Background: an optimization exercise with open tools, aiming at small area, a short achievable clock period and few clock cycles. Do not read the settings as production practice.
RTL that was checked went through simulation tests only; none was proved equivalent to the original. No driver is modelled on the clock port, so clocking that relies on it looks cheaper here than on a real chip.

oak:
// lens_array
module lens_array (
    input  wire         clk,
    input  wire         rst,
    input  wire         s_valid,
    output wire         s_ready,
    input  wire [63:0]  s_key,       
    input  wire [4:0]   s_klen,      
    input  wire [3:0]   s_first,     
    input  wire [3:0]   s_last,      
    input  wire [3:0]   s_ver,       
    input  wire [3:0]   s_oldest,    
    input  wire [19:0]  s_miss,      
    output reg          r_valid,
    output reg          r_hit,
    output reg  [19:0]  r_ptr,
    output reg  [3:0]   r_row,
    output reg  [15:0]  r_prio,
    input  wire         w_valid,
    output wire         w_ready,
    input  wire [1:0]   w_op,        
    input  wire [3:0]   w_row,
    input  wire [3:0]   w_staged,    
    input  wire [255:0] w_cells,     
    input  wire [15:0]  w_prio,
    input  wire [17:0]  w_result,
    input  wire [3:0]   w_birth,
    input  wire [3:0]   w_death,
    input  wire         w_born,
    input  wire         w_dying,
    output reg          wr_valid,
    output reg  [2:0]   wr_code      
);
==> flow/config.mk <==
export PLATFORM = sky130hd
export DESIGN_NAME = lens_array
export DESIGN_NICKNAME = lens_array
export VERILOG_FILES = /design/flow/design.v
export SDC_FILE = /design/flow/constraint.sdc
export NUM_CORES = 4
export LEC_CHECK = 0
export CAP_MARGIN = 20
export CORE_MARGIN = 2
export CORE_UTILIZATION = 68
export CTS_CLUSTER_DIAMETER = 100
export CTS_CLUSTER_SIZE = 30
export SLEW_MARGIN = 20
==> flow/constraint.sdc <==
create_clock -name core_clock -period 55.0 [get_ports {clk}]
set_input_delay 11.0000 -clock core_clock [delete_from_list [all_inputs] [get_ports {clk}]]
set_output_delay 11.0000 -clock core_clock [all_outputs]
set_load 0.01 [all_outputs]
standard.sh (not shown) runs the stock make flow with config.mk's settings and CLKGATE_MAP_FILE= SYNTH_SCRIPT=/design/flow/synth_recipe.tcl, a recipe that flattens the netlist after the stock synthesis.
==> flow/flow/run.sh <==
#!/bin/bash
set -euo pipefail
W=$PWD
# synthesis core: ORFS's synth.tcl with the ABC script swapped
sed 's#^source $::env(SCRIPTS_DIR)/synth_preamble.tcl$#&\nset abc_args [lreplace $abc_args 1 1 '"$W"'/flow/abc_area_nf.script]#' \
    "$FLOW_HOME/scripts/synth.tcl" > "$W/flow_synth_core.tcl"
grep -q abc_area_nf "$W/flow_synth_core.tcl"
sed 's#source $::env(SCRIPTS_DIR)/synth.tcl#source '"$W"'/flow_synth_core.tcl#' \
    "$W/synth_recipe.tcl" > "$W/flow_synth.tcl"
grep -q flow_synth_core "$W/flow_synth.tcl"
bash standard.sh SYNTH_SCRIPT="$W/flow_synth.tcl" \
    BUFFER_PORTS_ARGS="-buffer_cell sky130_fd_sc_hd__buf_2" \
    POST_GLOBAL_PLACE_TCL="$W/flow/inbuf.tcl" \
    CTS_ARGS="-sink_clustering_enable -repair_clock_nets -sink_clustering_size 30 -sink_clustering_max_diameter 100 -dont_use_dummy_load" \
    ADDER_MAP_FILE= SETUP_SLACK_MARGIN=42.7 SKIP_GATE_CLONING=1 finish > "$W/flow_make.log" 2>&1
==> flow/flow/abc_area_nf.script <==
&get -n
&st
&dch -f
&nf -R 1000
&put
&get -n
&st
&dch -f
&nf -R 1000
&put
&get -n
&st
&dch -f
&nf -R 1000 -E 50
&put
topo
==> flow/flow/inbuf.tcl <==
# Input ports need no fast buffer (their paths have slack): give each input
# port buffer the smallest buffer cell instead of buf_2.
set n 0
foreach inst [[ord::get_db_block] getInsts] {
  if {[regexp {^input[0-9]+$} [$inst getName]] &&
      [[$inst getMaster] getName] eq "sky130_fd_sc_hd__buf_2"} {
    replace_cell [get_cells [$inst getName]] sky130_fd_sc_hd__buf_1
    incr n
  }
}
puts "inbuf: $n input buffers set to buf_1"
Both conditions hold for oak: the flow ran to the end and the final layout passed the timing, design-rule and antenna checks.
Testbench counts of oak, summed over its fixed seeds: cycles 16,375.
For pine, these inputs were changed with respect to oak:
# oak
export LEC_CHECK = 0
export CAP_MARGIN = 20
export CORE_MARGIN = 2
export CORE_UTILIZATION = 68
export CTS_CLUSTER_DIAMETER = 100
export CTS_CLUSTER_SIZE = 30
export SLEW_MARGIN = 20
create_clock -name core_clock -period 55.0 [get_ports {clk}]
# pine
export LEC_CHECK = 0
export CAP_MARGIN = 20
export CORE_MARGIN = 2
export CORE_UTILIZATION = 60
export CTS_CLUSTER_DIAMETER = 100
export CTS_CLUSTER_SIZE = 30
export SLEW_MARGIN = 20
create_clock -name core_clock -period 55.0 [get_ports {clk}]
==> flow/flow/run.sh <==
#!/bin/bash
# The standard ORFS layout, with three changes to how it is made:
#  - synthesis is the standard script, except that ABC maps the logic with
#    flow/abc_area_nf.script (an area-oriented &nf mapping) and adders and
#    comparators are left to ABC instead of being mapped to half/full adder
#    cells; registers are mapped by the same dfflibmap step as before, so
#    they are unchanged;
#  - ports are buffered with buf_2 instead of the default delay buffer;
#  - repair_timing keeps a wide setup margin, so that it sizes paths for a
#    short achieved period (the clock stays at the design's period).
# Each tool's full output stays in orfs/logs/; make's own output goes to
# flow_make.log here.
set -euo pipefail
W=$PWD
# synthesis core: ORFS's synth.tcl with the ABC script swapped
sed 's#^source $::env(SCRIPTS_DIR)/synth_preamble.tcl$#&\nset abc_args [lreplace $abc_args 1 1 '"$W"'/flow/abc_area_nf.script]#' \
    "$FLOW_HOME/scripts/synth.tcl" > "$W/flow_synth_core.tcl"
grep -q abc_area_nf "$W/flow_synth_core.tcl"
sed 's#source $::env(SCRIPTS_DIR)/synth.tcl#source '"$W"'/flow_synth_core.tcl#' \
    "$W/synth_recipe.tcl" > "$W/flow_synth.tcl"
grep -q flow_synth_core "$W/flow_synth.tcl"
bash standard.sh SYNTH_SCRIPT="$W/flow_synth.tcl" \
    BUFFER_PORTS_ARGS="-buffer_cell sky130_fd_sc_hd__buf_2" \
    ADDER_MAP_FILE= SETUP_SLACK_MARGIN=43 finish > "$W/flow_make.log" 2>&1
==> flow/flow/abc_area_nf.script <==
&get -n
&st
&dch -f
&nf -R 1000
&put
&get -n
&st
&dch -f
&nf -R 1000
&put
topo
removed: flow/flow/inbuf.tcl
Findings:
Count of multi-input gates was higher in the run labelled pine.
Area taken by flip-flops and latches: pine vs oak, no meaningful difference
The run with more routed wire is oak, not pine.
Although it ran to completion, pine produced a layout that fails the final checks because of max-capacitance violations, max-slew violations.
Area after detailed placement: higher on pine
In the tables for oak and pine, number of global-route vias before repair reads lower with pine.


Setup of fjord:
Another version of the RTL of lens_array (not shown whole).
Size in the first run: ~13,000 cells after synthesis, roughly 470 I/O pins, roughly 170,000 um2 of cells after synthesis.
// lens_array
module lens_array (
    input  wire         clk,
    input  wire         rst,
    input  wire         s_valid,
    output wire         s_ready,
    input  wire [63:0]  s_key,       
    input  wire [4:0]   s_klen,      
    input  wire [3:0]   s_first,     
    input  wire [3:0]   s_last,      
    input  wire [3:0]   s_ver,       
    input  wire [3:0]   s_oldest,    
    input  wire [19:0]  s_miss,      
    output reg          r_valid,
    output reg          r_hit,
    output reg  [19:0]  r_ptr,
    output reg  [3:0]   r_row,
    output reg  [15:0]  r_prio,
    input  wire         w_valid,
    output wire         w_ready,
    input  wire [1:0]   w_op,        
    input  wire [3:0]   w_row,
    input  wire [3:0]   w_staged,    
    input  wire [255:0] w_cells,     
    input  wire [15:0]  w_prio,
    input  wire [17:0]  w_result,
    input  wire [3:0]   w_birth,
    input  wire [3:0]   w_death,
    input  wire         w_born,
    input  wire         w_dying,
    output reg          wr_valid,
    output reg  [2:0]   wr_code      
);
==> flow/config.mk <==
export PLATFORM = sky130hd
export DESIGN_NAME = lens_array
export DESIGN_NICKNAME = lens_array
export VERILOG_FILES = /design/flow/design.v
export SDC_FILE = /design/flow/constraint.sdc
export NUM_CORES = 4
export LEC_CHECK = 0
export CAP_MARGIN = 20
export CORE_MARGIN = 2
export CORE_UTILIZATION = 60
export CTS_CLUSTER_DIAMETER = 100
export CTS_CLUSTER_SIZE = 30
export SLEW_MARGIN = 20
==> flow/constraint.sdc <==
create_clock -name core_clock -period 55.0 [get_ports {clk}]
set_input_delay 11.0000 -clock core_clock [delete_from_list [all_inputs] [get_ports {clk}]]
set_output_delay 11.0000 -clock core_clock [all_outputs]
set_load 0.01 [all_outputs]
==> flow/flow/run.sh <==
#!/bin/bash
# The standard ORFS layout, with three changes to how it is made:
#  - synthesis is the standard script, except that ABC maps the logic with
#    flow/abc_area_nf.script (an area-oriented &nf mapping); registers are
#    mapped by the same dfflibmap step as before, so they are unchanged;
#  - ports are buffered with buf_2 instead of the default delay buffer;
#  - repair_timing keeps a wide setup margin, so that it sizes paths for a
#    short achieved period (the clock stays at the design's period).
# Each tool's full output stays in orfs/logs/; make's own output goes to
# flow_make.log here.
set -euo pipefail
W=$PWD
# synthesis core: ORFS's synth.tcl with the ABC script swapped
sed 's#^source $::env(SCRIPTS_DIR)/synth_preamble.tcl$#&\nset abc_args [lreplace $abc_args 1 1 '"$W"'/flow/abc_area_nf.script]#' \
    "$FLOW_HOME/scripts/synth.tcl" > "$W/flow_synth_core.tcl"
grep -q abc_area_nf "$W/flow_synth_core.tcl"
sed 's#source $::env(SCRIPTS_DIR)/synth.tcl#source '"$W"'/flow_synth_core.tcl#' \
    "$W/synth_recipe.tcl" > "$W/flow_synth.tcl"
grep -q flow_synth_core "$W/flow_synth.tcl"
bash standard.sh SYNTH_SCRIPT="$W/flow_synth.tcl" \
    BUFFER_PORTS_ARGS="-buffer_cell sky130_fd_sc_hd__buf_2" \
    SETUP_SLACK_MARGIN=42 finish > "$W/flow_make.log" 2>&1
==> flow/flow/abc_area_nf.script <==
&get -n
&st
&dch -f
&nf -R 1000
&put
topo
Input-level comparison between amber and fjord:
Settings: CTS_CLUSTER_DIAMETER removed (was 100); CTS_CLUSTER_SIZE removed (was 30); ABC_AREA newly set to 1.
==> flow/flow/run.sh <==
#!/bin/bash
set -euo pipefail
bash standard.sh SETUP_SLACK_MARGIN=42 finish > flow_make.log 2>&1
removed: flow/flow/abc_area_nf.script
## What came out
amber was carried through to the last stage, and its layout satisfied the timing, design-rule and antenna checks. Comparing fjord and amber, setup slack is lower on fjord. Re number of storage elements in the synthesis netlist: no difference whatsoever between amber and fjord. Wire: amber routes more than fjord. fjord vs amber, combinational family with the most area after synthesis: compound AO/OA/AOI/OAI gates vs simple AND/OR/NAND/NOR gates. When amber is set beside fjord, its number of buffers created by CTS turns out to be 160% larger. Status: end-of-flow core utilization parity (amber, fjord). Comparing fjord and amber, the higher instance count on the critical path is on fjord. Comparing fjord and amber, the higher total standard cell area after synthesis was measured on amber.
Function was not checked in any run of this note: the RTL went through the layout flow alone.

==> re-timing with driven ports <==
How much do the figures lean on ideal ports? The routed layouts below were timed once more, with nothing changed but the port constraints.
Step 1: set_driving_cell puts a clkbuf_16 on clk and a buf_2 on each other input, an assumption about the parent block.
Step 2 also shifts input and output timing later by t, the mid clock arrival at the registers, as if the neighbouring blocks saw the same clock.
Slacks: ideal / step 1 / step 2; pairs: ideal / step 1.
run | t, ns | setup slack, ns | clock arrival spread, ns | worst data-port slew with drivers (ns) | cell pins on the clock port's net
oak | 0.973 | 42.598 / 42.492 / 41.654 | 0.103 / 0.103 | 0.16 | 1
pine | 1.027 | 42.591 / 42.486 / 41.941 | 0.088 / 0.088 | 0.20 | 1
fjord | 1.035 | 41.104 / 41.104 / 41.104 | 0.069 / 0.069 | 0.21 | 1
amber | 1.127 | 42.065 / 41.954 / 41.195 | 0.090 / 0.090 | 0.21 | 1
For oak, which loses most, drivers alone change the setup slack by -0.106 ns; drivers and shift together by -0.944 ns.
